What follows belongs to an exercise in optimizing a design on an open flow for small area and few clock cycles per item; a production flow would make more cautious choices. Function was checked by simulation only, so behaviour that the tests miss may differ from the original. Power figures rest on the tool's default switching activity, not on a simulated workload.

Setup of red:
## je_core
module je_core (
    input  wire        clk,
    input  wire        rst,         
    input  wire        in_valid,
    output wire        in_ready,
    input  wire [39:0] in_instr,    
    input  wire [9:0]  in_smp,      
    output reg         res_valid,
    output reg  [29:0] res_val,
    output wire [4:0]  res_flags    
);
    localparam OP_NOP  = 6'h00, OP_END  = 6'h01, OP_LDW  = 6'h02, OP_STW  = 6'h03,
               OP_LDI  = 6'h04, OP_MOV  = 6'h05, OP_ADD  = 6'h06, OP_SUB  = 6'h07,
               OP_ADDS = 6'h08, OP_SUBS = 6'h09, OP_AND  = 6'h0A, OP_OR   = 6'h0B,
               OP_XOR  = 6'h0C, OP_SHL  = 6'h0D, OP_SHR  = 6'h0E, OP_ASR  = 6'h0F,
               OP_CMP  = 6'h10, OP_MIN  = 6'h11, OP_MAX  = 6'h12, OP_SEL  = 6'h13,
               OP_MUL  = 6'h14, OP_MAC  = 6'h15, OP_ACLR = 6'h16, OP_ASHR = 6'h17,
               OP_AST  = 6'h18;
    localparam K_V = 4'h0, K_W = 4'h1, K_A = 4'h2, K_SMP = 4'h3;
    reg [159:0] v_q;      
    reg [119:0] a_q;      
  ...
Size: ~4400 cells after synthesis, ~90 I/O pins, ~53000 um^2 of cells after synthesis.
Settings: LEC_CHECK=0, CAP_MARGIN=20, CORE_MARGIN=2, CORE_UTILIZATION=40, SLEW_MARGIN=20; clock period 20.0 ns.
run.sh (not shown) runs the stock make flow with config.mk's settings and CLKGATE_MAP_FILE= SYNTH_SCRIPT=/design/flow/synth_recipe.tcl, a recipe that flattens the netlist after the stock synthesis.
Testbench counts of red, summed over its fixed seeds: cycles 24,284, items 24,000.
Input changes introduced in blue (baseline for comparison: red):
Settings: CTS_BUF_LIST newly set to sky130_fd_sc_hd__clkbuf_8; CORE_UTILIZATION changed from 40 to 60.
Results
The final reports for blue and red show area added between synthesis and finish lower in the former.
Diff red -> blue | global-route wire length before repair | decrease of 13000 um
Routed wire length in blue is 4.1% lower than in red

sierra:
Another version of the RTL of je_core (not shown whole).
For scale: about 5,500 cells after synthesis, roughly 960 flip-flops, roughly 52,000 sq um of cells after synthesis.
clock: 20.0 ns
lec_check: 0
abc_area: 1
cap_margin: 20
core_margin: 2
core_utilization: 70
cts_buf_list: sky130_fd_sc_hd__clkbuf_16
cts_cluster_diameter: 100
cts_cluster_size: 20
slew_margin: 20
sierra has completed all stages; timing, DRC and antenna checks passed.
Testbench counts of sierra, summed over its fixed seeds: cycles 24,284, items 24,000.
--- input diff sierra..indigo ---
# sierra
export LEC_CHECK = 0
export ABC_AREA = 1
export CAP_MARGIN = 20
export CORE_MARGIN = 2
export CORE_UTILIZATION = 70
export CTS_BUF_LIST = sky130_fd_sc_hd__clkbuf_16
export CTS_CLUSTER_DIAMETER = 100
export CTS_CLUSTER_SIZE = 20
export SLEW_MARGIN = 20
create_clock -name core_clock -period 20.0 [get_ports {clk}]
# indigo
export LEC_CHECK = 0
export ABC_AREA = 1
export CAP_MARGIN = 20
export CORE_MARGIN = 2
export CORE_UTILIZATION = 70
export CTS_BUF_LIST = sky130_fd_sc_hd__clkbuf_8
export SLEW_MARGIN = 20
create_clock -name core_clock -period 20.0 [get_ports {clk}]
==> comparison <==
When indigo is set beside sierra, its sequential share of layout area turns out to be 1.1 points smaller. The core utilization number comes out lower for sierra vs indigo. Higher clock group share of total power was reported by indigo, not sierra. | final critical-path setup slack | indigo vs sierra | 0.11 ns lower |. In terms of worst hold slack, sierra and indigo differ only marginally. Combinational cell fraction of total power delta for indigo relative to sierra: 2.0 points lower. Comparing met3 usage in global routing for indigo and sierra, the bigger number came from indigo. In the tables for indigo and sierra, register clock-pin slew on the reported worst setup and hold paths reads lower with indigo.
--- input diff indigo..xenon ---
# indigo
export LEC_CHECK = 0
export ABC_AREA = 1
export CAP_MARGIN = 20
export CORE_MARGIN = 2
export CORE_UTILIZATION = 70
export CTS_BUF_LIST = sky130_fd_sc_hd__clkbuf_8
export SLEW_MARGIN = 20
create_clock -name core_clock -period 20.0 [get_ports {clk}]
# xenon
export LEC_CHECK = 0
export ABC_AREA = 1
export CAP_MARGIN = 20
export CORE_MARGIN = 2
export CORE_UTILIZATION = 65
export CTS_BUF_LIST = sky130_fd_sc_hd__clkbuf_16
export CTS_CLUSTER_DIAMETER = 100
export CTS_CLUSTER_SIZE = 20
export SLEW_MARGIN = 20
create_clock -name core_clock -period 20.0 [get_ports {clk}]
[summary]
Slew at the pin closest to its max-slew limit ended up 0.035 ns lower on xenon than on indigo. Changes observed in xenon relative to indigo: x dimension of the die rose by 3.7%; non-clock buffer area fraction after layout stayed essentially flat; total number of H-tree levels fell by 2.
Here is what was changed in the inputs of onyx compared with xenon.
# xenon
export LEC_CHECK = 0
export ABC_AREA = 1
export CAP_MARGIN = 20
export CORE_MARGIN = 2
export CORE_UTILIZATION = 65
export CTS_BUF_LIST = sky130_fd_sc_hd__clkbuf_16
export CTS_CLUSTER_DIAMETER = 100
export CTS_CLUSTER_SIZE = 20
export SLEW_MARGIN = 20
create_clock -name core_clock -period 20.0 [get_ports {clk}]
# onyx
export LEC_CHECK = 0
export ABC_AREA = 1
export CAP_MARGIN = 20
export CORE_MARGIN = 2
export CORE_UTILIZATION = 70
export CTS_BUF_LIST = sky130_fd_sc_hd__clkbuf_16
export CTS_CLUSTER_DIAMETER = 120
export CTS_CLUSTER_SIZE = 28
export SLEW_MARGIN = 20
create_clock -name core_clock -period 20.0 [get_ports {clk}]
Findings:
- The flow did not stop early for onyx: all stages ran, and the layout cleared the timing, design-rule and antenna checks.
- Relative to xenon, the final cycle utilization of the critical path of onyx is lower by 0.94 points.
- onyx vs xenon: delay of the slowest cell on the worst path up in onyx
- Compared with xenon, onyx shows a shortest period the worst path allows that is 0.19 ns lower.
## Diff of input files: willow against onyx
# onyx
export LEC_CHECK = 0
export ABC_AREA = 1
export CAP_MARGIN = 20
export CORE_MARGIN = 2
export CORE_UTILIZATION = 70
export CTS_BUF_LIST = sky130_fd_sc_hd__clkbuf_16
export CTS_CLUSTER_DIAMETER = 120
export CTS_CLUSTER_SIZE = 28
export SLEW_MARGIN = 20
create_clock -name core_clock -period 20.0 [get_ports {clk}]
# willow
export LEC_CHECK = 0
export ABC_AREA = 1
export CAP_MARGIN = 20
export CORE_MARGIN = 2
export CORE_UTILIZATION = 65
export CTS_BUF_LIST = sky130_fd_sc_hd__clkbuf_16
export CTS_CLUSTER_DIAMETER = 120
export CTS_CLUSTER_SIZE = 28
export SLEW_MARGIN = 20
create_clock -name core_clock -period 20.0 [get_ports {clk}]
[summary]
Per the final summary, willow finished and its layout is clean on timing, DRC and antenna.
Looking at first-pass GRT wire length, willow sits about 2.3% lower than onyx does.
The non-clock buffer count in willow was higher than what onyx gave.
Comparing willow and onyx, the lower number of cells in the finished layout apart from fillers is on onyx.
Comparing willow and onyx, the higher global-route usage was measured on onyx.

[afterwards: timing with drivers on the ports]
How much do the figures lean on ideal ports? The routed layouts below were timed once more, with nothing changed but the port constraints.
Step 1 (the two cells are an assumption about what drives the block):
set clk [get_ports {clk}]
set_driving_cell -lib_cell sky130_fd_sc_hd__clkbuf_16 $clk
set_driving_cell -lib_cell sky130_fd_sc_hd__buf_2 [delete_from_list [all_inputs] $clk]
Step 2 moves the port delays by t, midway between the first and last clock arrival at a register: inputs arrive t later, outputs are due t later. That takes back most of the time a late clock gives input paths.
Three values: no drivers, after step 1, after step 2; two values: the first two.
| run | t (ns) | setup slack, ns | worst setup path at the end | slew at the worst register clock pin (ns) |
|---|---|---|---|---|
| red | 0.777 | 0.650 / 0.599 / -0.178 | input to register | 0.07 / 0.07 |
| blue | 0.899 | 0.627 / 0.669 / -0.230 | input to register | 0.08 / 0.08 |
| sierra | 0.726 | 0.595 / 0.635 / -0.091 | input to register | 0.10 / 0.10 |
| indigo | 0.907 | 0.489 / 0.532 / -0.375 | input to register | 0.08 / 0.08 |
| xenon | 0.720 | 0.378 / 0.425 / -0.295 | input to register | 0.09 / 0.09 |
| onyx | 0.696 | 0.566 / 0.609 / -0.087 | input to register | 0.11 / 0.11 |
| willow | 0.688 | 0.492 / 0.538 / -0.149 | input to register | 0.12 / 0.12 |
With both steps, setup timing fails in every run listed, where it was met with ideal ports. The setup slack of indigo, which loses most, moves by +0.043 ns with the drivers and by -0.864 ns with both steps.
